This design comes from an exercise in tuning for small area, a short achievable clock period and few clock cycles per item on the open sky130 flow, not from production work.
In this exercise RTL edits were held to simulation tests only and were not proved equivalent to the original.
Power and IR drop assume default switching activity.

## chard_unit_coder
module chard_unit_coder (
    input  wire         clk,
    input  wire         rst,
    input  wire         start,
    input  wire [1:0]   mode,         
    input  wire         d12,          
    input  wire         first_line,   
    input  wire         first_unit,   
    input  wire [3:0]   sp,           
    input  wire [15:0]  allow,        
    input  wire [11:0]  left,         
    input  wire [11:0]  above_left,   
    input  wire [383:0] above,        
    input  wire [383:0] samples,      
    output reg          done,
    output reg  [3:0]   hdr,
    output reg          lvl,
    output reg  [15:0]  size,
    output reg  [3:0]   sp_next,
    output wire [383:0] recon
);
Size in the first run: ~730 flip-flops, ~1200 I/O pins, roughly 57000 um^2 of cells after synthesis.
clock: 24.0 ns
lec_check: 0
abc_area: 1
cap_margin: 20
cell_pad_in_sites_detail_placement: 2
cell_pad_in_sites_global_placement: 4
core_margin: 2
core_utilization: 30
slew_margin: 20
standard.sh (not shown) runs the stock make flow with config.mk's settings and CLKGATE_MAP_FILE= SYNTH_SCRIPT=/design/flow/synth_recipe.tcl, a recipe that flattens the netlist after the stock synthesis.
==> flow/flow/run.sh <==
#!/bin/bash
# The standard layout (standard.sh), with two changes in how it is made:
# - every port gets a buffer as usual, but the buffer is sky130_fd_sc_hd__buf_1,
#   the platform's smallest, instead of the delay buffer buffer_ports picks;
# - repair_timing aims for 13 ns of setup slack instead of 0, so it keeps
#   working on the critical paths although they already meet the 24 ns clock.
# The clock period, the SDC, the synthesis and all other steps are unchanged.
# standard.sh's whole output goes to standard_flow.log; ORFS keeps each step's
# log under orfs/logs.
set -euo pipefail
export BUFFER_PORTS_ARGS="-buffer_cell sky130_fd_sc_hd__buf_1"
bash standard.sh SETUP_SLACK_MARGIN=13 finish > standard_flow.log 2>&1
The baseline ran to the end with no violations.
Testbench counts at the start, summed over its fixed seeds: cycles 193,887, units 8,192.
Rerun with:
--- a/flow/design.v
+++ b/flow/design.v
@@ -255,23 +255,23 @@
     wire        o1 = S1 > {2'd0, allow_r};
     wire        o2 = S2 > {2'd0, allow_r};
     wire        o3 = S3 > {2'd0, allow_r};
     wire        fits = (um[0] & !o0) | (um[1] & !o1) | (um[2] & !o2) | (um[3] & !o3);
     wire [17:0] s0 = S0;
     wire [17:0] s1 = um[1] ? S1 : 18'h3FFFF;
     wire [17:0] s2 = um[2] ? S2 : 18'h3FFFF;
     wire [17:0] s3 = um[3] ? S3 : 18'h3FFFF;
-    wire        c01 = s1 < s0, c02 = s2 < s0, c03 = s3 < s0;
-    wire        c12 = s2 < s1, c13 = s3 < s1, c23 = s3 < s2;
-    wire [3:0]  win = {c03 & c13 & c23, c02 & c12 & !c23,
-                       c01 & !c12 & !c13, !c01 & !c02 & !c03};
-    wire [17:0] best_sz = ({18{win[0]}} & s0) | ({18{win[1]}} & s1) |
-                          ({18{win[2]}} & s2) | ({18{win[3]}} & s3);
-    wire [1:0]  best_o  = {win[2] | win[3], win[1] | win[3]};
+    wire        w01 = s1 < s0;
+    wire        w23 = s3 < s2;
+    wire [17:0] m01 = w01 ? s1 : s0;
+    wire [17:0] m23 = w23 ? s3 : s2;
+    wire        wf  = m23 < m01;
+    wire [17:0] best_sz = wf ? m23 : m01;
+    wire [1:0]  best_o  = wf ? {1'b1, w23} : {1'b0, w01};
     wire [9:0]  b_sat  = (best_sz > 18'd1023) ? 10'd1023 : best_sz[9:0];
     wire [9:0]  k_sat  = (S3 > 18'd1023) ? 10'd1023 : S3[9:0];
     wire        k_take = k_sat < eb_size;
     wire [9:0]  e_size = k_take ? k_sat : eb_size;
     wire [3:0]  e_k    = k_take ? kx : eb_k;
     wire [9:0]  raw_size = d12_r ? 10'd388 : 10'd324;
     wire        e_raw  = (e_size >= raw_size);
     wire [3:0]  dmax   = d12_r ? 4'd10 : 4'd8;   
@@ -299,18 +299,17 @@
         done    = fr_ok || fb_done || ex_done;
         hdr     = 4'hF;
         lvl     = 1'b0;
         size    = {7'd0, fb_size};
         sp_next = sp_r;
         if (fr_ok) begin
             hdr     = {p, dp_kd[2*best_o +: 2]};
             size    = best_sz[15:0];
-            sp_next = ({4{win[0]}} & dp_qk) | ({4{win[1]}} & (dp_qk + 4'd1)) |
-                      ({4{win[2]}} & (dp_qk + 4'd2)) | ({4{win[3]}} & (dp_qk + 4'd3));
+            sp_next = dp_qk + {2'd0, best_o};
         end else if (ex_r) begin
             hdr  = e_raw ? 4'hF : e_k;
             size = e_raw ? {6'd0, raw_size} : {6'd0, e_size};
         end else
             lvl  = use_deep;
     end
     wire [11:0] fb_km = fb_keep & {12{!fr_ok}};
     wire [11:0] fb_hm = fb_half & {12{!fr_ok}};
- global-route usage goes up by 1.7 points
- wire length rises by 1.2%
- worst hold slack gains 11 ps
- cell area decreases by about 0.7%
- clock skew shrinks by 5.6 ps
- worst setup slack gains 61 ps
- synthesized cell count went down by about 3%
- non-clock buffer count went up by 40
- count of clock-buffer cells in the layout rose by 5
- core utilization came out higher by 0.71 points
- via count is lower by about 1.1%
- critical path depth is unchanged
- fmax rose by about 0.55%
- power grows by 7.5%
Testbench counts after the change, summed over its fixed seeds: cycles 193,887, units 8,192.

-- afterwards: timing with drivers on the ports --
The results above use ideal ports. As a check the final layouts listed here were re-extracted and re-timed, cells and wires unchanged.
Step 1 (the two cells are an assumption about what drives the block):
set clk [get_ports {clk}]
set_driving_cell -lib_cell sky130_fd_sc_hd__clkbuf_16 $clk
set_driving_cell -lib_cell sky130_fd_sc_hd__buf_2 [delete_from_list [all_inputs] $clk]
Step 2 moves the port delays by t, midway between the first and last clock arrival at a register: inputs arrive t later, outputs are due t later. That takes back most of the time a late clock gives input paths.
Slacks: no drivers / after step 1 / after step 2; pairs: no drivers / after step 1.
| run | t (ns) | setup WS [ns] | slew at the worst register clock pin (ns) |
|---|---|---|---|
| the first run | 0.885 | 12.930 / 12.810 / 12.762 | 0.07 / 0.07 |
| the second run | 0.857 | 12.991 / 12.961 / 12.458 | 0.07 / 0.07 |
After both steps every run listed still meets setup and hold. The setup slack of the second run, which loses most, moves by -0.030 ns with the drivers and by -0.533 ns with both steps.
